This is an optimization exercise on Yosys and OpenROAD, whose aim is small area, a short achievable clock period and few clock cycles, not a production implementation.
The RTL was checked by simulation tests, not by an equivalence proof against the original design.
Power figures rest on the tool's default switching activity, not on a simulated workload.

==> flow/design.v <==
module nlm_sorter (
    input  wire               clk,
    input  wire               rst,
    output wire               ready,
    input  wire               wr_en,
    input  wire [4:0]         wr_idx,
    input  wire [15:0]        wr_vcap,
    input  wire               wr_svc,
    input  wire               start,
    input  wire signed [23:0] v_arm,
    input  wire signed [15:0] i_p,
    input  wire [14:0]        i_dead,
    input  wire [15:0]        band,
    input  wire               full_bridge,
    output reg                done,
    output reg  [31:0]        mask,      
    output reg  [5:0]         n_out,
    output reg                neg,
    output reg                dir
);
    localparam N = 32;
    reg         pend;            
    reg  [23:0] is_varm;
    reg  [15:0] is_ip;
    reg  [14:0] is_dead;
    reg  [15:0] is_band;
    reg         is_fb;
    reg         busy;            
    reg  [4:0]  cc;              
    wire go = pend && !busy;     
    assign ready = !pend || !busy;
    wire wr_fire    = ready && wr_en;
    wire start_fire = ready && start && !wr_en;
    reg  [15:0] tv [0:N-1];
    reg  [N-1:0] tsvc;
    reg         ir_wr;
    reg  [4:0]  ir_idx;
    reg  [15:0] ir_v;
    reg         ir_s;
    reg         u_wr;
    reg  [15:0] u_old, u_new;
    reg         u_so, u_sn;
    reg  [20:0] s_sum;
    reg  [5:0]  m_cnt;
    wire [15:0] t_old  = tv[ir_idx];
    wire        ts_old = tsvc[ir_idx];
    always @(posedge clk) begin
        ir_idx <= wr_idx;
        ir_v   <= wr_vcap;
        ir_s   <= wr_svc;
        u_old  <= ts_old ? t_old : 16'd0;
        u_new  <= ir_s ? ir_v : 16'd0;
        u_so   <= ts_old;
        u_sn   <= ir_s;
        if (ir_wr)
            tv[ir_idx] <= ir_v;
        if (rst) begin
            ir_wr <= 1'b0;
            u_wr  <= 1'b0;
            tsvc  <= {N{1'b0}};
            s_sum <= 21'd0;
            m_cnt <= 6'd0;
        end else begin
            ir_wr <= wr_fire;
            u_wr  <= ir_wr;
            if (ir_wr)
                tsvc[ir_idx] <= ir_s;
            if (u_wr) begin
                s_sum <= s_sum - {5'd0, u_old} + {5'd0, u_new};
                m_cnt <= m_cnt - {5'd0, u_so} + {5'd0, u_sn};
            end
        end
    end
    reg  [15:0] rv [0:N-1];
    reg  [N-1:0] rsvc;
    integer t;
    always @(posedge clk) begin
        if (go) begin
            for (t = 0; t < N; t = t + 1)
                rv[t] <= tv[t];
            rsvc <= tsvc;
        end
    end
    reg         pdir;
    reg  [23:0] a_abs;
    reg         r_neg, r_zero, r_d, chg;
    reg  [15:0] r_band;
    reg         r_dir;
    wire signed [16:0] ip_ext   = {is_ip[15], is_ip};
    wire signed [16:0] dead_pos = {2'b00, is_dead};
    wire signed [16:0] dead_neg = -{2'b00, is_dead};
    wire new_d = (ip_ext > dead_pos) ? 1'b1 :
                 (ip_ext < dead_neg) ? 1'b0 : pdir;
    wire new_neg = is_fb && is_varm[23];
    reg  [5:0]  mreg;
    reg  [20:0] sreg;
    reg  [28:0] prod;
    reg  [29:0] rem;
    reg  [27:0] dd;
    reg  [5:0]  q;
    reg         ovf;
    reg  [5:0]  n_r;
    wire [29:0] rem_trial = rem - {2'b00, dd};
    reg  [17:0] P, Q;
    reg  [16:0] kb;              
    reg  [15:0] cA, cB;
    reg         ftA, ffA, ftB, ffB;
    function [37:0] thr;
        input [17:0] qin;
        input [15:0] bnd;
        input        ch;
        reg signed [19:0] da, db;
        reg [15:0] ca, cb;
        begin
            da = {2'b00, qin};
            db = {2'b00, qin} - {4'b0000, bnd};
            ca = ch ? da[15:0] : (16'd0 - da[15:0]);
            cb = ch ? db[15:0] : (16'd0 - db[15:0]);
            thr = {ca, (da >= 20'sd65536), (da <= 20'sd0),
                   cb, (db >= 20'sd65536), (db <= 20'sd0)};
        end
    endfunction
    reg [N-1:0] ltv;
    integer c;
    always @(*) begin
        for (c = 0; c < N; c = c + 1) begin
            if (mask[c])
                ltv[c] = rsvc[c] & (ftA | (!ffA & ((rv[c] < cA) ^ !chg)));
            else
                ltv[c] = rsvc[c] & (ftB | (!ffB & ((rv[c] < cB) ^ !chg)));
        end
    end
    reg [5:0] cnt;
    integer pc;
    always @(*) begin
        cnt = 6'd0;
        for (pc = 0; pc < N; pc = pc + 1)
            cnt = cnt + {5'd0, ltv[pc]};
    end
    wire ge = (cnt >= n_r);
    wire [16:0] half = kb >> 1;
    wire [17:0] c0_in = (cc == 5'd10) ? 18'd65536 :
                        (cc == 5'd28) ? P + 18'd1 : (P | {1'b0, half});
    wire [17:0] c1_in = Q | {1'b0, half};
    wire [37:0] thr0 = thr(c0_in, r_band, chg);
    wire [37:0] thr1 = thr(c1_in, r_band, chg);
    wire        pick0 = (cc == 5'd10) || (cc == 5'd28) || ge;
    wire [37:0] thr_n = pick0 ? thr0 : thr1;
    reg  [N-1:0] Lv;
    reg  [5:0]   cntL;
    reg  [N-1:0] E;
    reg  [5:0]   rr;
    reg  [1:0]   tch;
    reg          tact;
    reg  [7:0] tsel;
    reg  [3:0] tpc;
    integer tj;
    always @(*) begin
        tpc = 4'd0;
        for (tj = 0; tj < 8; tj = tj + 1) begin
            tsel[tj] = E[tj] && ({2'b00, tpc} < rr);
            tpc = tpc + {3'd0, E[tj]};
        end
    end
    always @(posedge clk) begin
        if (rst) begin
            pend  <= 1'b0;
            busy  <= 1'b0;
            cc    <= 5'd0;
            pdir  <= 1'b1;
            tact  <= 1'b0;
            done  <= 1'b0;
            mask  <= {N{1'b0}};
            n_out <= 6'd0;
            neg   <= 1'b0;
            dir   <= 1'b1;
        end else begin
            done <= 1'b0;
            if (start_fire) begin
                pend    <= 1'b1;
                is_varm <= v_arm;
                is_ip   <= i_p;
                is_dead <= i_dead;
                is_band <= band;
                is_fb   <= full_bridge;
            end else if (go) begin
                pend <= 1'b0;
            end
            if (go) begin
                busy   <= 1'b1;
                cc     <= 5'd1;
                a_abs  <= is_varm[23] ? (24'd0 - is_varm) : is_varm;
                r_neg  <= new_neg;
                r_zero <= !is_fb && is_varm[23];
                r_d    <= new_d;
                chg    <= new_d ^ new_neg;
                r_band <= is_band;
            end else if (busy) begin
                cc <= cc + 5'd1;
                case (cc)
                5'd1: begin
                    mreg <= m_cnt;
                    sreg <= s_sum;
                    prod <= a_abs * {18'd0, m_cnt};
                end
                5'd2: begin
                    rem   <= {prod, 1'b0} + {9'd0, sreg};
                    dd    <= {1'b0, sreg, 6'd0};
                    r_dir <= (mreg == 6'd0) ? pdir : r_d;
                    pdir  <= (mreg == 6'd0) ? pdir : r_d;
                end
                5'd3: begin
                    ovf <= (rem >= {1'b0, dd, 1'b0});
                    q   <= 6'd0;
                end
                5'd10: begin
                    n_r <= (r_zero || sreg == 21'd0 || mreg == 6'd0) ? 6'd0 :
                           (ovf || q > mreg) ? mreg : q;
                    P   <= 18'd0;
                    Q   <= 18'd65536;
                    kb  <= 17'h10000;
                    {cA, ftA, ffA, cB, ftB, ffB} <= thr_n;
                end
                5'd28: begin
                    Lv   <= ltv;
                    cntL <= cnt;
                    Q    <= P + 18'd1;
                    {cA, ftA, ffA, cB, ftB, ffB} <= thr_n;
                end
                5'd29: begin
                    busy  <= 1'b0;
                    cc    <= 5'd0;
                    E     <= ltv & ~Lv;
                    rr    <= n_r - cntL;
                    tch   <= 2'd0;
                    tact  <= 1'b1;
                    mask  <= Lv;
                    n_out <= n_r;
                    neg   <= r_neg;
                    dir   <= r_dir;
                end
                default: begin
                    if (cc >= 5'd4 && cc <= 5'd9) begin
                        if (!rem_trial[29]) begin
                            rem <= rem_trial;
                            q   <= {q[4:0], 1'b1};
                        end else begin
                            q   <= {q[4:0], 1'b0};
                        end
                        dd <= dd >> 1;
                    end else begin
                        P  <= ge ? P : Q;
                        Q  <= ge ? c0_in : c1_in;
                        kb <= half;
                        {cA, ftA, ffA, cB, ftB, ffB} <= thr_n;
                    end
                end
                endcase
            end
            if (tact) begin
                mask[8*tch +: 8] <= mask[8*tch +: 8] | tsel;
                rr   <= (rr > {2'b00, tpc}) ? rr - {2'b00, tpc} : 6'd0;
                E    <= E >> 8;
                tch  <= tch + 2'd1;
                if (tch == 2'd3) begin
                    tact <= 1'b0;
                    done <= 1'b1;
                end
            end
        end
    end
endmodule
==> flow/run.sh <==
#!/bin/bash
# synth_recipe.tcl (not shown) runs the flow's synth.tcl, then flattens the netlist and writes it again
# the make line also repeats each setting of config.mk as NAME=value (left out here)
make -C /OpenROAD-flow-scripts/flow DESIGN_CONFIG=/design/flow/config.mk WORK_HOME=/design/flow/orfs CLKGATE_MAP_FILE= SYNTH_SCRIPT=/design/flow/synth_recipe.tcl finish
==> flow/config.mk <==
export PLATFORM = sky130hd
export DESIGN_NAME = nlm_sorter
export DESIGN_NICKNAME = nlm_sorter
export VERILOG_FILES = /design/flow/design.v
export SDC_FILE = /design/flow/constraint.sdc
export NUM_CORES = 4
export LEC_CHECK = 0
export CAP_MARGIN = 40
export CORE_MARGIN = 2
export CORE_UTILIZATION = 25
export PLACE_DENSITY = 0.35
export SLEW_MARGIN = 40
==> flow/constraint.sdc <==
create_clock -name core_clock -period 12.0 [get_ports {clk}]
set_input_delay 2.4000 -clock core_clock [delete_from_list [all_inputs] [get_ports {clk}]]
set_output_delay 2.4000 -clock core_clock [all_outputs]
set_load 0.01 [all_outputs]
==> summary.txt <==
worst paths after layout:
kind                                        endpoint
worst max-delay path                 cB[3]$_DFFE_PP_
worst min-delay path            r_band[12]$_DFFE_PP_
worst max register to register       cB[3]$_DFFE_PP_
worst min register to register  r_band[12]$_DFFE_PP_
final cells by class:
| class | count | area, um2 | area share (%) |
|---|---|---|---|
| tap | 5016 | 6280 | 5.64 |
| multi-input combinational | 5465 | 45500 | 40.8 |
| sequential | 1632 | 47400 | 42.6 |
| inverter | 427 | 1610 | 1.45 |
| clock buffer | 266 | 5640 | 5.06 |
| clock inverter | 119 | 1360 | 1.22 |
| antenna | 7 | 17.5 | 0.0157 |
| timing repair buffer | 365 | 3600 | 3.24 |
flip-flops by register name, indices dropped and copies added, names as in the netlist, 18 cells and up:
name	flops
Lv	32
sreg	21
is_varm	24
tv	512
rv	512
tsvc	32
E	32
mask	32
a_abs	24
prod	29
dd	27
rem	30
rsvc	32
s_sum	21
P	18
Q	18
power breakdown:
group / internal, W / switching [W]
clock: 0.00387 / 0.00270
sequential: 0.00649 / 0.000133
combinational: 0.00211 / 0.00370
layout by cell type (no fill, tap or decap), types with 55 or more instances in the layout:
| cell type | n |
|---|---|
| edfxtp_1 | 1465 |
| ha_1 | 1235 |
| nand2_1 | 577 |
| a21oi_1 | 501 |
| inv_1 | 394 |
| nor2_1 | 368 |
| o21ai_0 | 317 |
| a21o_1 | 292 |
| clkbuf_16 | 213 |
| buf_4 | 183 |
| xnor2_1 | 163 |
| mux4_2 | 146 |
| dfxtp_1 | 145 |
| clkdlybuf4s50_1 | 138 |
| fa_1 | 137 |
| nand2b_1 | 123 |
| nor3_1 | 119 |
| nand3_1 | 108 |
| and2_1 | 99 |
| nand4_1 | 97 |
| nor2b_1 | 85 |
| o21a_1 | 73 |
| a211oi_1 | 68 |
| mux2i_1 | 65 |
| a22oi_1 | 59 |
| a31oi_1 | 55 |
cells by family (layout without fill, tap and decap cells):
kind of cell / Yosys count / count (layout)
adder cells (fa/ha/maj): 1372 / 1372
AO/OA/AOI/OAI: 1777 / 1777
multiplexers: 229 / 229
flip-flops: 1632 / 1632
AND/OR/NAND/NOR: 1870 / 1870
other: 0 / 7
buffers and inverters: 637 / 1177
XOR/XNOR: 217 / 217
stage by stage:
stage / hold WS [ns] / utilization (%) / area, um2 / total power, W / instances
after global routing: 0.425 / 29.5 / 111000 / 0.0200 / 13292
after global placement: 0.403 / 27.4 / 104000 / 0.0125 / 12877
after floorplan: 0.329 / - / 94700 / 0.0102 / 7734
final: 0.417 / 29.5 / 111000 / 0.0190 / 13297
after CTS: 0.418 / 29.4 / 111000 / 0.0192 / 13287
after detailed placement: 0.405 / 27.6 / 104000 / 0.0125 / 12902
routing by layer:
layer  global-route usage, %  wire, um  vias to the layer above
li1                        -         -                    30239
met1                    26.0    171000                    32572
met2                    30.6    169000                     1520
met3                    2.73     17500                      381
met4                    5.11     10500                        2
met5                       0         9                        -
==> results by group <==
Route
  • Vias per Instance: 4.87
  • Number of detailed-route iterations in the first pass: 7
  • Via Count: 64714
  • Remaining DRCs: 0
  • ANT nets after route: 0
  • Wire per inst: 27.7 um
  • Iteration-0 DRC Markers: 5222
  • Overall routed net length: 368 mm

CTS
  • CTS sink count: 1632
  • H-Tree Depth: 4
  • CTS max path bufs: 4
  • Post-CTS Setup Inserts: 0
  • Post-CTS sizing: 0
  • Hold buffers post-CTS: 0
  • TritonCTS Buffers: 209
  • Worst-Skew Late Latency: 0.93 ns
  • Worst-path clk slew: 0.06 ns
  • CTS tree: yes
  • Clk root buf: clkbuf_16

Timing
  • Tmin final: 11.16 ns
  • Slew Viols, Final: 0
  • Setup-failing EPs final: 0
  • RSZ-0062 raised after global routing: false
  • Slew @ Worst Pin: 1.03 ns
  • Fin crit share: 93.0%
  • Clock Skews: 0.0632 ns
  • Setup TNS: 0 ns
  • Slew headroom: 30.6%
  • F_max: 89.6 MHz
  • Final WS setup: 0.836 ns
  • Fin. Hold Viols: 0

Setup path
  • WP buf/inv: 9
  • FF-to-FF path depth: 34
  • Setup CP Type: reg -> reg
  • Worst setup EP type: flip-flop
  • R2R Setup Slk: 0.84 ns
  • Worst R2R Start: cA[2]$_DFFE_PP_
  • Max stage delay on crit path: 0.81 ns
  • Worst path depth: 34
  • Critical path arrival: 11.70 ns
  • Slowest cell on crit path: o211ai_1
  • Worst Setup Start Kind: flip-flop
  • Data required, critical path: 12.53 ns
  • CP top delay family: adder cells
  • Crit. Startpoint: cA[2]$_DFFE_PP_
  • Crit-path most repeated cell: fa_1
  • CP max FO: 63

Floorplanning
  • Core Box Area: 378000 um2
  • Die W: 620 um
  • Die Y: 620 um
  • # rows: 226
  • I/O pin count: 140
  • DIE AREA: 384000 um2
  • Initial core utilization: 25.1%

Worst hold path
  • Hold-critical path depth: 0
  • Hold path start: is_band[12]$_DFFE_PP_
  • Min-Delay Path Class: reg -> reg

Placement
  • GPL Wtd Cong: 0.872
  • Pre-CTS worst setup slack: 0.949 ns
  • IO Port Bufs: 139
  • DP HPWL: 282 mm

Yosys
  • Synth Instances: 7734
  • Seq/Total Area, Yosys: 50.0%
  • Post-synthesis xor/xnor area fraction: 2.01%
  • Post-synthesis compound-gate area fraction: 12.2%
  • Most common cell in the netlist: edfxtp_1
  • Ys async rst share: 0%
  • Count of cell types in the netlist: 99
  • Register bit count reported by yosys: 1632
  • Syn avg cell area: 12.2 um2
  • Largest area contributor in the netlist: edfxtp_1
  • Post-Synth Adder-Cell Area: 19.2%
  • Yosys synthesis warning count: 2
  • Yosys top cell area share: 46.4%
  • Post-synth EDFFs: 1465
  • Area of the mapped netlist: 94700 um2
  • Mapped Nets: 9204
  • Most frequent cells after synthesis: edfxtp_1 (1465), ha_1 (1235), nand2_1 (581)
  • Main combinational cell family by area after synthesis: adder cells
  • Mux contribution to synthesized area: 4.37%
  • Simple-gate area share of the yosys netlist: 9.70%
  • Synth Flop Type: edfxtp_1
  • Top cells by area, synth: edfxtp_1 (46%), ha_1 (16%), dfxtp_1 (3.5%), mux4_2 (3.5%), fa_1 (2.9%)

GRT
  • Vias in the first global route: 65215
  • GRT Total Usage: 18.8%
  • Initial antenna violation count: 22
  • First-pass GRT wire length: 516 mm
  • Global route overflow: 0
  • Largest net degree at the start of global routing: 125

Power and ir drop
  • Pleak: 42.6 nW
  • Max VDD drop: 0.482 mV
  • PwrDens: 171 nW/um2

Layout
  • Layout cell share with drive strength beyond 1: 10.7%
  • Syn-to-layout area delta: 17.6%
  • Layout fillers: 38102
  • Fin nets: 9570

Outcome
  • Status: no timing/DRC/antenna violations

Job
  • Maxcap violations: 0
Testbench counts, summed over its fixed seeds: cycles 12,944.

==> afterwards: timing with drivers on the ports <==
The flow's constraints put no driver on any port. The routed layout listed below was extracted and timed again, unchanged, in two steps.
Step 1 (the two cells are an assumption about what drives the block):
set clk [get_ports {clk}]
set_driving_cell -lib_cell sky130_fd_sc_hd__clkbuf_16 $clk
set_driving_cell -lib_cell sky130_fd_sc_hd__buf_2 [delete_from_list [all_inputs] $clk]
Step 2 times the ports against the registers' clock, not the clock port: input delays grow and output delays shrink by t, the midpoint of the rising clock arrivals with the driver on.
Three values: ideal ports, drivers, drivers and shift; two values: the first two.
t, ns: 0.997
setup slack, ns: 0.836 / 0.836 / 0.836
hold WS [ns]: 0.417 / 0.417 / 0.417
pins driven straight from the clock port: 1
After both steps setup and hold are still met in this run. For this run, drivers alone change the setup slack by 0.000 ns; drivers and shift together by 0.000 ns.
